From an optimization exercise on the open Yosys and OpenROAD flow, aimed at small area and a short achievable clock period; shortcuts taken in it are not production practice. At most, simulation tests tie the RTL to the original design; equivalence was not proved. No activity file was given, so power comes from the tool's default toggle rates.

## try-raven
## lw_cv_rx
module lw_cv_rx (
    input  wire        clk,
    input  wire        rst,
    input  wire [1:0]  cfg_poly,
    input  wire        cfg_refin,
    input  wire        cfg_refout,
    input  wire        cfg_xorout,
    input  wire        cfg_init,
    input  wire        cfg_order,
    input  wire [7:0]  cfg_skip,
    input  wire        in_valid,
    input  wire        in_sop,
    input  wire        in_eop,
    input  wire        in_disc,
    input  wire [3:0]  in_nbytes,
    input  wire [63:0] in_data,
    input  wire        cnt_clr,
    output reg         cv_valid,
    output reg  [1:0]  cv_res,
    output reg  [31:0] cv_last,
    output reg  [31:0] cv_units,
    output reg  [15:0] cv_fail,
    output reg  [15:0] cv_short
);
Size in the first run: roughly 4200 cells after synthesis, roughly 250 flip-flops, roughly 0.031 sq mm of cells after synthesis.
export LEC_CHECK = 0
export CAP_MARGIN = 20
export CORE_MARGIN = 2
export CORE_UTILIZATION = 30
export PLACE_DENSITY = 0.5
export SLEW_MARGIN = 20
create_clock -name core_clock -period 33.0 [get_ports {clk}]
standard.sh (not shown) runs the stock make flow with config.mk's settings and CLKGATE_MAP_FILE= SYNTH_SCRIPT=/design/flow/synth_recipe.tcl, a recipe that flattens the netlist after the stock synthesis.
==> flow/flow/run.sh <==
#!/bin/bash
# Layout flow: the standard flow (standard.sh) with two changes.
# 1. Synthesis maps the combinational logic with flow/abc_map.script instead of
#    ORFS's abc_speed.script, which restructures the XOR networks into much
#    larger logic. Everything else in synthesis, including the flip-flop
#    mapping, is the standard synthesis (flow/abc_synth.tcl wraps it).
# 2. The port buffers are buf_2 cells rather than the default delay buffers.
# Each tool's output goes to a log file in this folder (synth.log, layout.log)
# besides ORFS's own logs under orfs/logs.
set -euo pipefail
here=$(pwd)
export FLOW_ABC_SCRIPT=$here/flow/abc_map.script
export FLOW_STD_SYNTH=$here/synth_recipe.tcl
extra=(BUFFER_PORTS_ARGS="-buffer_cell sky130_fd_sc_hd__buf_2")
[[ -f flow/params.sh ]] && source flow/params.sh
# same make command as standard.sh, with our synthesis script, for synthesis only
sed -e "s#SYNTH_SCRIPT=[^ ]*#SYNTH_SCRIPT=$here/flow/abc_synth.tcl#" standard.sh > synth_only.sh
bash synth_only.sh synth "${extra[@]}" > synth.log 2>&1
# the rest of the standard flow reuses that synthesis
bash standard.sh finish "${extra[@]}" > layout.log 2>&1
==> flow/flow/abc_map.script <==
strash
dch
map -D 4000
topo
buffer -c
stime -c
upsize -c
dnsize -c
==> flow/flow/abc_synth.tcl <==
# The standard flow's synthesis script, but with the combinational logic mapped by
# abc_map.script instead of ORFS's abc_speed.script. Everything else,
# including the flip-flop mapping, is the standard synthesis.
proc abc {args} {
  set i [lsearch -exact $args -script]
  if { $i >= 0 } {
    lset args [expr { $i + 1 }] $::env(FLOW_ABC_SCRIPT)
  }
  yosys abc {*}$args
}
source $::env(FLOW_STD_SYNTH)
--- input diff try-raven..try-nickel ---
diff --git a/flow/design.v b/flow/design.v
--- a/flow/design.v
+++ b/flow/design.v
@@ -553,34 +553,30 @@
     wire       skip_big = (skip_e > {4'd0, in_nbytes});
     wire [3:0] dskip    = skip_big ? in_nbytes : skip_e[3:0];
     wire [3:0] kcnt     = in_nbytes - dskip;
     wire [7:0] skip_nx  = skip_big ? skip_e - {4'd0, in_nbytes} : 8'd0;
     wire [3:0] cnt_sum  = {1'b0, cnt_e} + kcnt;
     wire [2:0] cnt_nx   = (cnt_sum > 4'd4) ? 3'd4 : cnt_sum[2:0];
     wire       use_init = in_sop | (skip_q != 8'd0);
-    wire       skip_all = use_init & ((skip_e[7:4] != 4'd0) | (skip_e[3:0] >= in_nbytes));
-    wire [31:0] s_e     = use_init ? (init_e ? sinit(poly_e, {1'b0, skip_e[2:0]}) : 32'h0) : s_cur;
-    wire [31:0] s_0     = init_e ? sinit(poly_e, 4'd0) : 32'h0;
+    wire [31:0] s_e     = use_init ? (init_e ? sinit(poly_e, dskip) : 32'h0) : s_cur;
     reg  [63:0] bdat;
     integer j;
     always @* begin
         for (j = 0; j < 8; j = j + 1)
             bdat[63-8*j -: 8] = (skip_e > j) ? 8'h00 :
                                 (refin_e ? rev8(in_data[8*j +: 8]) : in_data[8*j +: 8]);
     end
-    wire [2:0]  sh      = {in_nbytes[2] ^ (in_nbytes[1] | in_nbytes[0]),
-                           in_nbytes[1] ^ in_nbytes[0], in_nbytes[0]};
-    wire [95:0] xv_sh   = {s_e, bdat} >> {sh, 3'b000};
-    wire [95:0] xv_nx   = skip_all ? {64'h0, s_0} : xv_sh;
+    wire [2:0]  sh      = 3'd0 - in_nbytes[2:0];           
+    wire [95:0] xv_nx   = {s_e, bdat} >> {sh, 3'b000};
     wire [31:0] hist_nx;
-    assign hist_nx[7:0]   = xv_sh[7:0];
-    assign hist_nx[15:8]  = (in_nbytes[3:1] != 3'd0) ? xv_sh[15:8] : hist_q[7:0];
-    assign hist_nx[23:16] = (in_nbytes[3:2] != 2'd0 || in_nbytes[1:0] == 2'd3) ? xv_sh[23:16] :
+    assign hist_nx[7:0]   = xv_nx[7:0];
+    assign hist_nx[15:8]  = (in_nbytes[3:1] != 3'd0) ? xv_nx[15:8] : hist_q[7:0];
+    assign hist_nx[23:16] = (in_nbytes[3:2] != 2'd0 || in_nbytes[1:0] == 2'd3) ? xv_nx[23:16] :
                             in_nbytes[1] ? hist_q[7:0] : hist_q[15:8];
-    assign hist_nx[31:24] = (in_nbytes[3:2] != 2'd0) ? xv_sh[31:24] :
+    assign hist_nx[31:24] = (in_nbytes[3:2] != 2'd0) ? xv_nx[31:24] :
                             (in_nbytes[1:0] == 2'd3) ? hist_q[7:0] :
                             in_nbytes[1] ? hist_q[15:8] : hist_q[23:16];
     reg  [2:0]  w_e;
     always @* begin
         case (poly_e)
             2'd0, 2'd1: w_e = 3'd4;
             2'd2:       w_e = 3'd2;
Notes after the runs:
Between try-nickel and try-raven, it is try-nickel whose depth of the worst register-to-register path is higher, by 5. Diff try-raven -> try-nickel: total die area now sits lower, final total power went up by about 30%. try-nickel vs try-raven on post-placement cell area: try-nickel is the lower one. The maximum clock frequency of try-nickel is lower than that of try-raven. From try-raven to try-nickel the numbers moved as follows: sequential fraction of design power went down by 4.8 points; share of synthesized cell area in and, or, nand and nor gates was more or less identical; fraction of area in multi-input gates went up by 0.42 points. try-nickel: fraction of the cycle the final worst path needs higher than try-raven. Summary of try-nickel over try-raven: number of buffer cells added on primary ports level, clock latency at the later pin of the worst-skew pair went down 30 ps.
The RTL of try-raven was laid out without a check of its function.

## re-timing with driven ports
How much do the figures lean on ideal ports? The routed layouts below were timed once more, with nothing changed but the port constraints. Step 1: set_driving_cell puts a clkbuf_16 on clk and a buf_2 on each other input, an assumption about the parent block. Step 2 also shifts input and output timing later by t, the mid clock arrival at the registers, as if the neighbouring blocks saw the same clock. Slacks: no drivers / after step 1 / after step 2; pairs: no drivers / after step 1.
| run | t, ns | setup WS [ns] | worst setup path after step 2 | pins driven straight from the clock port |
|---|---|---|---|---|
| try-raven | 0.674 | 19.794 / 19.726 / 20.400 | register to output | 1 |
| try-nickel | 0.661 | 19.604 / 19.538 / 19.658 | input to register | 1 |
After both steps setup and hold are still met in every run listed.
